Context: an optimization exercise on an open-source flow, tuned for small area, a short achievable clock period and few clock cycles. The choices shown serve that exercise and are no tape-out recipe. In this exercise RTL edits were held to simulation tests only and were not proved equivalent to the original. Power and IR drop assume default switching activity.

===== design/flow/design.v =====
module fold_enc_lane (
    input  wire        dir,       
    input  wire        enc,       
    input  wire        kind_d,    
    input  wire        kind_e,    
    input  wire [3:0]  max_k,     
    input  wire [7:0]  lim_k,     
    input  wire        lim_ok,    
    input  wire        special,   
    input  wire [15:0] v,         
    output wire [11:0] ef,        
    input  wire [7:0]  big_e,     
    input  wire        e_ff,      
    input  wire        e_hi,      
    input  wire [3:0]  e_hm1,     
    input  wire [11:0] f,         
    output wire [15:0] dv         
);
    integer k;
    wire       e_sign = v[15];
    wire [7:0] e      = v[14:7];
    wire [6:0] frac   = v[6:0];
    wire       ez     = ~(|e);
    wire [7:0] sig    = {~ez, frac};
    wire [7:0] ee     = {e[7:1], e[0] | ez};
    wire [3:0] t      = max_k - ee[3:0];
    wire       big    = lim_ok & (ee <= lim_k);
    wire       is_inf = (&e) & ~(|frac);
    wire        d_sign = kind_d ? f[9] : f[11];
    wire [10:0] mm     = kind_d ? {f[8:0], 2'b00} : f[10:0];
    wire        ones   = kind_d ? (&f[8:0]) : (&f[10:0]);
    wire        nz     = |mm;
    reg  [3:0]  lz;
    always @* begin
        lz = 4'd11;
        for (k = 0; k < 11; k = k + 1)
            if (mm[k]) lz = 4'd10 - k[3:0];
    end
    wire        normal = nz & (e_hi | (big_e[3:0] > lz));
    wire [3:0]  s      = normal ? lz + 4'd1 : big_e[3:0];
    reg  [11:0] a;
    always @* begin
        a = {sig, 4'b0000};
        if (dir)
            for (k = 0; k < 12; k = k + 1) a[11-k] = (k == 11) ? 1'b0 : mm[k];
    end
    wire [3:0]  amt = dir ? s : t;
    wire [11:0] w;
    wire        st;
    fold_shift u_shift (.a(a), .amt(amt), .w(w), .st(st));
    wire [10:0] q     = w[11:1];
    wire        e_rnd = w[0] & (st | q[0]);
    reg  [10:0] m;
    always @* begin
        for (k = 0; k < 11; k = k + 1)
            m[k] = q[k] ^ (e_rnd & ((q & ((11'd1 << k) - 11'd1)) == ((11'd1 << k) - 11'd1)));
    end
    wire [10:0] mag = special ? {11{is_inf}} : ((big | ~enc) ? 11'd0 : m);
    wire        es  = e_sign & enc;
    assign ef = kind_e ? {2'b00, es, mag[8:0]} : {es, mag};
    reg [11:0] x;
    always @* for (k = 0; k < 12; k = k + 1) x[k] = w[11-k];
    wire [4:0] ex_lo = {1'b0, big_e[3:0]} - {1'b0, lz};
    wire [7:0] ex    = {ex_lo[4] ? e_hm1 : big_e[7:4], ex_lo[3:0]};
    wire        d_rnd = dir & ~e_ff & x[3] & (x[2] | x[1] | x[0] | x[4]);
    wire [14:0] pre   = e_ff ? {8'hFF, ~ones, 6'd0}
                             : {(normal & dir) ? ex : 8'd0, dir ? x[10:4] : 7'd0};
    reg  [14:0] word;
    always @* begin
        for (k = 0; k < 15; k = k + 1)
            word[k] = pre[k] ^ (d_rnd & ((pre & ((15'd1 << k) - 15'd1)) == ((15'd1 << k) - 15'd1)));
    end
    wire        ds = d_sign & dir & ~(e_ff & ~ones);
    assign dv = {ds, word};
endmodule
module fold_shift (
    input  wire [11:0] a,
    input  wire [3:0]  amt,
    output reg  [11:0] w,
    output reg         st
);
    always @* begin
        w  = a;
        st = 1'b0;
        if (amt[3]) begin st = st | (|w[7:0]); w = {8'd0, w[11:8]}; end
        if (amt[2]) begin st = st | (|w[3:0]); w = {4'd0, w[11:4]}; end
        if (amt[1]) begin st = st | (|w[1:0]); w = {2'd0, w[11:2]}; end
        if (amt[0]) begin st = st | w[0];      w = {1'd0, w[11:1]}; end
    end
endmodule
module fold_max_exp (
    input  wire [255:0] blk,
    output wire [7:0]   max_e,
    output wire         all_zero
);
    reg [7:0]  mx;
    reg [15:0] alive;
    reg [15:0] hit;
    reg        az;
    integer b, i;
    always @* begin
        alive = 16'hFFFF;
        for (b = 7; b >= 0; b = b - 1) begin
            for (i = 0; i < 16; i = i + 1)
                hit[i] = alive[i] & blk[16*i+7+b];
            mx[b] = |hit;
            if (mx[b]) alive = hit;
        end
        az = 1'b1;
        for (i = 0; i < 16; i = i + 1)
            if (blk[16*i+14 -: 15] != 15'd0) az = 1'b0;
    end
    assign max_e    = {mx[7:1], mx[0] | ~(|mx[7:1])};
    assign all_zero = az;
endmodule
module fold_prep (
    input  wire         dir,       
    input  wire         kind,      
    input  wire [255:0] blk,       
    output wire [7:0]   enc_e,     
    output wire         enc_sp,    
    output wire [3:0]   max_k,     
    output wire [7:0]   lim_k,     
    output wire         lim_ok,    
    output wire         e_ff,      
    output wire         e_hi,      
    output wire [3:0]   e_hm1      
);
    wire [7:0] max_e;
    wire       all_zero;
    fold_max_exp u_max (
        .blk      (blk),
        .max_e    (max_e),
        .all_zero (all_zero)
    );
    assign enc_e  = all_zero ? 8'd0 : max_e;
    assign enc_sp = (&max_e) & ~dir;
    wire [8:0] mk = {1'b0, max_e} + {7'd0, kind, 1'b0};
    wire [8:0] lk = mk - 9'd12;
    assign max_k  = mk[3:0];
    assign lim_k  = lk[7:0];
    assign lim_ok = ~lk[8];
    wire [7:0] big_e = blk[7:0];
    assign e_ff  = (&big_e) & dir;
    assign e_hi  = |big_e[7:4];
    assign e_hm1 = big_e[7:4] - 4'd1;
endmodule
module fold_lanes (
    input  wire         dir,       
    input  wire         enc,       
    input  wire         kind_d,    
    input  wire         kind_e,    
    input  wire [255:0] blk,       
    input  wire         enc_sp,    
    input  wire [3:0]   max_k,     
    input  wire [7:0]   lim_k,     
    input  wire         lim_ok,    
    input  wire         e_ff,      
    input  wire         e_hi,      
    input  wire [3:0]   e_hm1,     
    output wire [191:0] field,     
    output wire [255:0] dec_blk    
);
    wire [7:0] big_e = blk[7:0];
    wire [11:0] ef [0:15];
    genvar g;
    generate
        for (g = 0; g < 16; g = g + 1) begin : lane
            wire [11:0] f = kind_d ? {2'b00, blk[8+10*g +: 10]} : blk[8+12*g +: 12];
            fold_enc_lane u_lane (
                .dir     (dir),
                .enc     (enc),
                .kind_d  (kind_d),
                .kind_e  (kind_e),
                .max_k   (max_k),
                .lim_k   (lim_k),
                .lim_ok  (lim_ok),
                .special (enc_sp),
                .v       (blk[16*g+15 -: 16]),
                .ef      (ef[g]),
                .big_e   (big_e),
                .e_ff    (e_ff),
                .e_hi    (e_hi),
                .e_hm1   (e_hm1),
                .f       (f),
                .dv      (dec_blk[16*g+15 -: 16])
            );
        end
    endgenerate
    reg [191:0] packed_f;
    integer j;
    always @* begin
        packed_f = 192'd0;
        for (j = 0; j < 16; j = j + 1) begin
            if (kind_e) packed_f[10*j +: 10] = ef[j][9:0];
            else      packed_f[12*j +: 12] = ef[j];
        end
    end
    assign field = packed_f;
endmodule
module fold_codec (
    input  wire         clk,
    input  wire         rst,         
    input  wire         in_valid,
    output wire         in_ready,
    input  wire         in_dir,      
    input  wire         in_kind,     
    input  wire [255:0] in_data,
    output reg          out_valid,
    output reg  [255:0] out_data,
    output reg          out_special
);
    assign in_ready = 1'b1;
    reg         r_valid;
    reg         r_dir;
    reg         r_kind;
    reg [255:0] r_data;
    always @(posedge clk) begin
        if (rst) r_valid <= 1'b0;
        else     r_valid <= in_valid;
        r_dir  <= in_dir;
        r_kind <= in_kind;
        r_data <= in_data;
    end
    wire [7:0] enc_e;
    wire       enc_sp;
    wire [3:0] max_k;
    wire [7:0] lim_k;
    wire       lim_ok;
    wire       e_ff;
    wire       e_hi;
    wire [3:0] e_hm1;
    fold_prep u_prep (
        .dir    (r_dir),
        .kind   (r_kind),
        .blk    (r_data),
        .enc_e  (enc_e),
        .enc_sp (enc_sp),
        .max_k  (max_k),
        .lim_k  (lim_k),
        .lim_ok (lim_ok),
        .e_ff   (e_ff),
        .e_hi   (e_hi),
        .e_hm1  (e_hm1)
    );
    reg         s_valid;
    reg         s_dir;
    reg         s_enc;       
    reg         s_kind_d;    
    reg         s_kind_e;    
    reg [255:0] s_data;
    reg [7:0]   s_enc_e;
    reg         s_enc_sp;
    reg [3:0]   s_max_k;
    reg [7:0]   s_lim_k;
    reg         s_lim_ok;
    reg         s_e_ff;
    reg         s_e_hi;
    reg [3:0]   s_e_hm1;
    always @(posedge clk) begin
        if (rst) s_valid <= 1'b0;
        else     s_valid <= r_valid;
        s_dir    <= r_dir;
        s_enc    <= ~r_dir;
        s_kind_d <= r_kind & r_dir;
        s_kind_e <= r_kind & ~r_dir;
        s_data   <= r_data;
        s_enc_e  <= enc_e;
        s_enc_sp <= enc_sp;
        s_max_k  <= max_k;
        s_lim_k  <= lim_k;
        s_lim_ok <= lim_ok;
        s_e_ff   <= e_ff;
        s_e_hi   <= e_hi;
        s_e_hm1  <= e_hm1;
    end
    wire [191:0] enc_field;
    wire [255:0] dec_blk;
    fold_lanes u_lanes (
        .dir     (s_dir),
        .enc     (s_enc),
        .kind_d  (s_kind_d),
        .kind_e  (s_kind_e),
        .blk     (s_data),
        .enc_sp  (s_enc_sp),
        .max_k   (s_max_k),
        .lim_k   (s_lim_k),
        .lim_ok  (s_lim_ok),
        .e_ff    (s_e_ff),
        .e_hi    (s_e_hi),
        .e_hm1   (s_e_hm1),
        .field   (enc_field),
        .dec_blk (dec_blk)
    );
    always @(posedge clk) begin
        if (rst) out_valid <= 1'b0;
        else     out_valid <= s_valid;
        out_data    <= dec_blk | {56'd0, enc_field, s_enc ? s_enc_e : 8'd0};
        out_special <= s_enc_sp;
    end
endmodule

===== design/flow/flow/run.sh =====
#!/bin/bash
# The standard layout (the standard.sh) with two changes:
#  - ABC maps the logic with its area-oriented standard-cell mapper (amap,
#    with more area-flow and exact-area passes)
#    after extra AIG optimisation, in place of ORFS's abc_area.script. Only
#    the combinational mapping changes; the registers are the standard
#    synthesis's, with the same names and cells.
#  - The input and output port buffers are buf_1 cells instead of the delay
#    buffers buffer_ports picks by default. Every port keeps its buffer.
# make's full output goes to standard.log; ORFS keeps each step's log under
# orfs/logs/.
set -euo pipefail
rm -rf scripts_amap
cp -r "$FLOW_HOME/scripts" scripts_amap
cp flow/abc_area.script scripts_amap/abc_area.script
export SCRIPTS_DIR="$PWD/scripts_amap"
export BUFFER_PORTS_ARGS="-buffer_cell sky130_fd_sc_hd__buf_1"
bash standard.sh > standard.log 2>&1

===== design/flow/flow/abc_area.script =====
strash
&get -n
&st
&syn2
&dch
&put
dch
amap -F 3 -A 10
topo
stime -c
buffer -c
upsize -c
dnsize -c

===== design/flow/standard.sh =====
#!/bin/bash
# synth_recipe.tcl (not shown) runs the flow's synth.tcl, then flattens the netlist and writes it again
# the make line also repeats each setting of config.mk as NAME=value (left out here)
make -C /OpenROAD-flow-scripts/flow DESIGN_CONFIG=/design/flow/config.mk WORK_HOME=/design/flow/orfs CLKGATE_MAP_FILE= SYNTH_SCRIPT=/design/flow/synth_recipe.tcl "${@:-finish}"

===== design/flow/config.mk =====
export PLATFORM = sky130hd
export DESIGN_NAME = fold_codec
export DESIGN_NICKNAME = fold_codec
export VERILOG_FILES = /design/flow/design.v
export SDC_FILE = /design/flow/constraint.sdc
export NUM_CORES = 4
export LEC_CHECK = 0
export ABC_AREA = 1
export CAP_MARGIN = 20
export CORE_MARGIN = 2
export CORE_UTILIZATION = 50
export CTS_CLUSTER_DIAMETER = 60
export CTS_CLUSTER_SIZE = 30
export PLACE_DENSITY = 0.7
export SLEW_MARGIN = 20

===== design/flow/constraint.sdc =====
create_clock -name core_clock -period 45.0 [get_ports {clk}]
set_input_delay 9.0000 -clock core_clock [delete_from_list [all_inputs] [get_ports {clk}]]
set_output_delay 9.0000 -clock core_clock [all_outputs]
set_load 0.01 [all_outputs]

==> impl_metrics.ini, run 1 <==
[sta]
timing.hold.ws_ns = 0.337
final.min_clock_period_ns = 10.33
finalCritPeriodShare = 0.230
worst_slew_pin_slew_ns = 1.24
clock.fmax_mhz = 96.8
finalClockSkew_ns = 0.0392
relSlewSlack = 0.165
grt_setup_unrepaired = false
tns_ns = 0
final_max_slew_viol_count = 0
setup_viol = 0
hold_violations = 0

[setup_path]
max_stage_delay_ns = 0.41
path_class = flop to output port
cp_slowest_cell = dfxtp_1
cp_cell_sequence = buf_1
r2r_slack_ns = 34.91
path_buf_inv = 1
cp_data_arrival_time_ns = 1.33
cp.required_ns = 36.00
critPathMaxFanout = 1
worstSetupEndpointType = output port
start_kind = flop
cp_top_family = flip-flops

[placement]
io_buffers = 518
place.gp.congestion = 1.12
dp_hpwl_um = 204000

[logic_synthesis]
synthArstFlopShare = 0
synth_edf_count = 0
yosys-top-cells-area = dfxtp_1, ha_1, nor2_1
synth_top_area_frac = 0.321
syn_inst = 6866
yosysWarnings = 5
ys_types = 86
avgSynthCellArea_um2 = 7.31
yosysSeqAreaShare = 0.321
synth_largest_area_cell = dfxtp_1
synthesis.nets = 7452
netlist_area_mm2 = 0.0502
synth_seq_cells = 804
ys.flop_type = dfxtp_1

[clocking]
clock-sinks = 804
cts_hold_buf = 0
post_cts_buffers = 0
ctsResizeCount = 0
ctsHtreeMaxLevel = 2
clk_latency_ns = 0.73
clockRootBuffer = clkbuf_16
cts_max_path_buffers = 3
path_clk_slew_ns = 0.10
cts_buffers = 57
cts_tree = yes

[status]
outcome = timing/DRC/antenna clean

[global_route]
antenna_found_initial = 23
grt_pass1_vias = 50964
gr-usage-all-layers = 0.469
grt_pass1_wl_um = 354000
grt_overflow = 0
grt_max_degree = 189

[drt]
wl_per_cell_um = 29.3
drt_iter0_markers = 10271
detail-route-antenna-nets = 0
drt_wl_total_um = 253000
dr.max_layer_used = met5
first_pass_iters = 10
via_per_inst = 6.75
vias = 58375
drc = 0
met2_length_um = 93000
wl_met1_um = 102000
route.met3.wl_um = 41200

[floorplan]
fp.dieH_um = 321
start_util = 0.503
die_area_mm2 = 0.103
die_w_um = 321
row_count = 116
boundaryPins = 520
core_mm2 = 0.0997

[power_and_ir_drop]
leakage_nw = 23.6
peakVddDrop_uv = 42.4
power_density_mw_per_mm2 = 49.4

[cells_and_area]
mostFrequentLayoutCells = nor2_1, inv_1, dfxtp_1
fillers = 9608
syn2layout_area_growth_pct = 11.9
layout.nets = 7879
drive_gt1_frac = 0.0467
final_common_cell = nor2_1

[flow_run]
drv_cap = 0

[hold_path]
min_path_type = flop to flop
## cell families after synthesis
family | count (synthesis) | synth area share
XOR/XNOR | 13 | 0.00227
other | 1 | 0.0000747
AND/OR/NAND/NOR | 2185 | 0.197
buffers and inverters | 1103 | 0.0838
AO/OA/AOI/OAI | 2435 | 0.310
flip-flops | 804 | 0.321
adder cells (fa/ha/maj) | 325 | 0.0858
## flip-flops by register name (all words and copies together), names as in the netlist, 2 cells and up
register  count
s_lim_k       8
s_e_hm1       4
s_enc_e       8
out_data    256
r_data      256
s_data      256
s_max_k       2
## synthesized netlist by cell type (28+ instances only)
master,instances
nor2_1,958
inv_1,812
dfxtp_1,804
o21ai_0,583
o22ai_1,532
nand2_1,473
a21oi_1,406
ha_1,293
clkbuf_1,201
nor3_1,171
o221ai_1,141
a31oi_1,136
nand3_1,104
o21a_1,85
nand4_1,83
nor4_1,82
or2_2,72
a22oi_1,69
or3_1,64
o32ai_1,52
buf_1,48
or4_1,48
a211oi_1,42
o21bai_1,35
o211ai_1,33
o21ai_1,33
fa_1,32
a221oi_1,29
a32oi_1,29
o22a_1,28
## final timing paths
path | from | endpoint | cells past startpoint
setup / recovery | out_data[172] | out_data[172] | 1
hold / removal | r_data[159] | s_data[159] | 0
hold reg to reg | r_data[159] | s_data[159] | 0
setup reg to reg | r_data[14] | s_lim_ok | 48
## routing by layer
layer,track usage,vias to the layer above
met4,0.259,22
met2,0.610,4723
li1,-,25842
met3,0.180,910
met5,0,-
met1,0.652,26878
## layout make-up
class	instances	area, µm²	share of cell area
multi-input combinational	4959	29900	0.533
inverter	840	3170	0.0564
clock buffer	61	1470	0.0262
tap	1298	1620	0.0289
clock inverter	46	975	0.0174
sequential	804	16100	0.287
timing repair buffer	631	2820	0.0502
antenna	15	37.5	0.000669
## stage by stage
stage                     cell area (µm²)  std cells  setup WS (ns)   util  power, mW
after detailed placement            53600       8532          34.87  0.538       2.09
after floorplan                     50200       6866          35.67      -       1.65
after global routing                56100       8639          34.06  0.563       2.90
after global placement              53600       8532          34.84  0.538       2.08
final                               56100       8654          34.67  0.563       2.77
after CTS                           56100       8639          34.65  0.562       2.70
## power by group
| part | leakage, nW | switching, mW | internal, mW | total (mW) |
|---|---|---|---|---|
| clock | 1.13 | 0.341 | 0.282 | 0.623 |
| sequential | 6.76 | 0.0663 | 0.799 | 0.865 |
| combinational | 15.7 | 0.890 | 0.396 | 1.29 |
| total | 23.6 | 1.30 | 1.48 | 2.77 |
Testbench counts, summed over its fixed seeds: cycles 6,008.
==> inputs of run 2 (changes only) <==
--- a/design/flow/design.v
+++ b/design/flow/design.v
@@ -151,4 +151,6 @@
     input  wire         kind_d,    
     input  wire         kind_e,    
+    input  wire         nkind_d,   
+    input  wire         nkind_e,   
     input  wire [255:0] blk,       
     input  wire         enc_sp,    
@@ -167,10 +169,12 @@
     generate
         for (g = 0; g < 16; g = g + 1) begin : lane
-            wire [11:0] f = kind_d ? {2'b00, blk[8+10*g +: 10]} : blk[8+12*g +: 12];
+            wire kd = (g < 8) ? kind_d : ~nkind_d;
+            wire ke = (g < 8) ? kind_e : ~nkind_e;
+            wire [11:0] f = kd ? {2'b00, blk[8+10*g +: 10]} : blk[8+12*g +: 12];
             fold_enc_lane u_lane (
                 .dir     (dir),
                 .enc     (enc),
-                .kind_d  (kind_d),
-                .kind_e  (kind_e),
+                .kind_d  (kd),
+                .kind_e  (ke),
                 .max_k   (max_k),
                 .lim_k   (lim_k),
@@ -193,5 +197,5 @@
         packed_f = 192'd0;
         for (j = 0; j < 16; j = j + 1) begin
-            if (kind_e) packed_f[10*j +: 10] = ef[j][9:0];
+            if ((j < 8) ? kind_e : ~nkind_e) packed_f[10*j +: 10] = ef[j][9:0];
             else      packed_f[12*j +: 12] = ef[j];
         end
@@ -249,4 +253,6 @@
     reg         s_kind_d;    
     reg         s_kind_e;    
+    reg         s_nkind_d;   
+    reg         s_nkind_e;
     reg [255:0] s_data;
     reg [7:0]   s_enc_e;
@@ -265,4 +271,6 @@
         s_kind_d <= r_kind & r_dir;
         s_kind_e <= r_kind & ~r_dir;
+        s_nkind_d <= ~(r_kind & r_dir);
+        s_nkind_e <= ~(r_kind & ~r_dir);
         s_data   <= r_data;
         s_enc_e  <= enc_e;
@@ -282,4 +290,6 @@
         .kind_d  (s_kind_d),
         .kind_e  (s_kind_e),
+        .nkind_d (s_nkind_d),
+        .nkind_e (s_nkind_e),
         .blk     (s_data),
         .enc_sp  (s_enc_sp),
==> impl_metrics.ini, run 2 <==
[status]
outcome = timing/DRC/antenna clean

[logic_synthesis]
synth_xor_area_frac = 0.00297
ys_types = 89
synth_largest_area_cell = dfxtp_1
synth_top_area_frac = 0.322
yosys.area_share.simple = 0.194
synthesis.nets = 7437
synth_seq_cells = 806
avgSynthCellArea_um2 = 7.32
yosysSeqAreaShare = 0.322
synth_top_family_by_area = compound AO/OA/AOI/OAI gates
synth_compound_area_frac = 0.311
yosysWarnings = 5
ys.flop_type = dfxtp_1
yosysMostFrequentCell = nor2_1
yosys.area_share.adder = 0.0859
synthArstFlopShare = 0
yosys-top-cells-count = nor2_1, inv_1, dfxtp_1, o21ai_0, o22ai_1
synth.area.mux_share = 0
syn_inst = 6851
netlist_area_mm2 = 0.0501
synth_edf_count = 0
yosys-top-cells-area = dfxtp_1, ha_1, nor2_1

[drt]
drt_iter0_markers = 9763
drc = 0
wl_per_cell_um = 29.0
first_pass_iters = 10
via_per_inst = 6.75
vias = 58234
drt_wl_total_um = 250000
detail-route-antenna-nets = 0

[floorplan]
core_mm2 = 0.0997
die_w_um = 321
fp.dieH_um = 321
start_util = 0.503
die_area_mm2 = 0.103
row_count = 116
boundaryPins = 520

[flow_run]
drv_cap = 0

[sta]
setup_viol = 0
tns_ns = 0
final.min_clock_period_ns = 10.45
final_max_slew_viol_count = 0
worst_slack_ns = 34.55
timing.hold.ws_ns = 0.333
finalCritPeriodShare = 0.232
relSlewSlack = 0.124
clock.fmax_mhz = 95.7
hold_violations = 0
worst_slew_pin_slew_ns = 1.31
grt_setup_unrepaired = false
finalClockSkew_ns = 0.0557

[global_route]
grt_pass1_wl_um = 347000
grt_overflow = 0
antenna_found_initial = 30
grt_pass1_vias = 50374
grt_max_degree = 110
gr-usage-all-layers = 0.459

[cells_and_area]
syn2layout_area_growth_pct = 11.2
finalInstanceArea_mm2 = 0.0558
drive_gt1_frac = 0.0476
fillers = 9564
layout.nets = 7858
final_common_cell = nor2_1
mostFrequentLayoutCells = nor2_1, inv_1, dfxtp_1
reg_top3 = out_data x256, r_data x256, s_data x256

[clocking]
path_clk_slew_ns = 0.10
cts_tree = yes
ctsResizeCount = 0
clockRootBuffer = clkbuf_16
clock-sinks = 806
post_cts_buffers = 0
cts_hold_buf = 0
cts_buffers = 53
clk_latency_ns = 0.74
ctsHtreeMaxLevel = 2
cts_max_path_buffers = 3

[setup_path]
start_kind = flop
r2r_slack_ns = 34.55
path_class = flop to flop
path_common_cell = o21ai_0
critPathMaxFanout = 21
cp_top_family = simple AND/OR/NAND/NOR gates
max_stage_delay_ns = 0.61
cp_data_arrival_time_ns = 11.09
path_buf_inv = 4
worstSetupEndpointType = flop
cp.required_ns = 45.64
cp_slowest_cell = nor3b_4

[placement]
io_buffers = 518
dp_hpwl_um = 201000
pre_cts_ws_ns = 34.67
place.gp.congestion = 1.09
placed_cell_area_mm2 = 0.0536

[power_and_ir_drop]
leakage_nw = 23.5
power_density_mw_per_mm2 = 49.9
power_mw = 2.78
peakVddDrop_uv = 46.0

[hold_path]
min_path_type = flop to flop
[run 2: final timing paths]
path,depth (start not counted),to,startpoint
worst max-delay path,45,s_lim_ok,r_data[14]
worst min-delay path,0,s_data[255],r_data[255]
worst max register to register,45,s_lim_ok,r_data[14]
worst min register to register,0,s_data[255],r_data[255]
[run 2: cells by family after synthesis]
group	Yosys count
other cells	1
fa+ha+maj	325
buf+inv	1108
compound gates	2436
flops	806
xor+xnor	17
simple gates	2158
[run 2: routing by layer]
layer  global-route usage  wire (µm)  vias up
met5              0.00757        264        -
met4                0.212      13900       26
met3                0.189      42200      802
met2                0.604      92700     4578
met1                0.642     101000    27062
li1                     -          -    25766
[run 2: stage by stage]
stage	std cells	util
floorplan	6851	-
finish	8623	0.559
global route	8616	0.559
detailed placement	8514	0.537
CTS	8613	0.559
global placement	8513	0.537
[run 2: area by class of cell]
| class | instances | area (µm²) | share of cell area |
|---|---|---|---|
| Tap cell | 1298 | 1620 | 0.0291 |
| Inverter | 854 | 3220 | 0.0577 |
| Antenna cell | 9 | 22.5 | 0.000404 |
| Sequential cell | 806 | 16200 | 0.290 |
| Timing Repair Buffer | 620 | 2710 | 0.0485 |
| Multi-Input combinational cell | 4937 | 29900 | 0.536 |
| Clock buffer | 55 | 1340 | 0.0241 |
| Clock inverter | 44 | 803 | 0.0144 |
[run 2: report_power, final]
group | internal, mW | switching [mW]
logic | 0.406 | 0.927
clock network | 0.254 | 0.328
registers | 0.803 | 0.0638
Testbench counts of run 2, summed over its fixed seeds: cycles 6,008.

==> separate check: timing with driven ports <==
The flow's constraints put no driver on any port. The routed layouts listed below were extracted and timed again, unchanged, in two steps.
Step 1 (the two cells are an assumption about what drives the block):
set clk [get_ports {clk}]
set_driving_cell -lib_cell sky130_fd_sc_hd__clkbuf_16 $clk
set_driving_cell -lib_cell sky130_fd_sc_hd__buf_2 [delete_from_list [all_inputs] $clk]
Step 2, shift: input delay + t, output delay - t, t = (earliest + latest rising clock arrival at the registers) / 2. This alone moves slack from input paths to output paths.
Three values: no drivers, after step 1, after step 2; two values: the first two.
run	shift t [ns]	setup slack, ns	hold slack, ns	worst setup path after step 2
run 1	0.804	34.670 / 34.589 / 34.909	0.337 / 0.337 / 0.337	register to register
run 2	0.794	34.555 / 34.555 / 34.555	0.333 / 0.333 / 0.333	register to register
After both steps setup and hold are still met in every run listed.
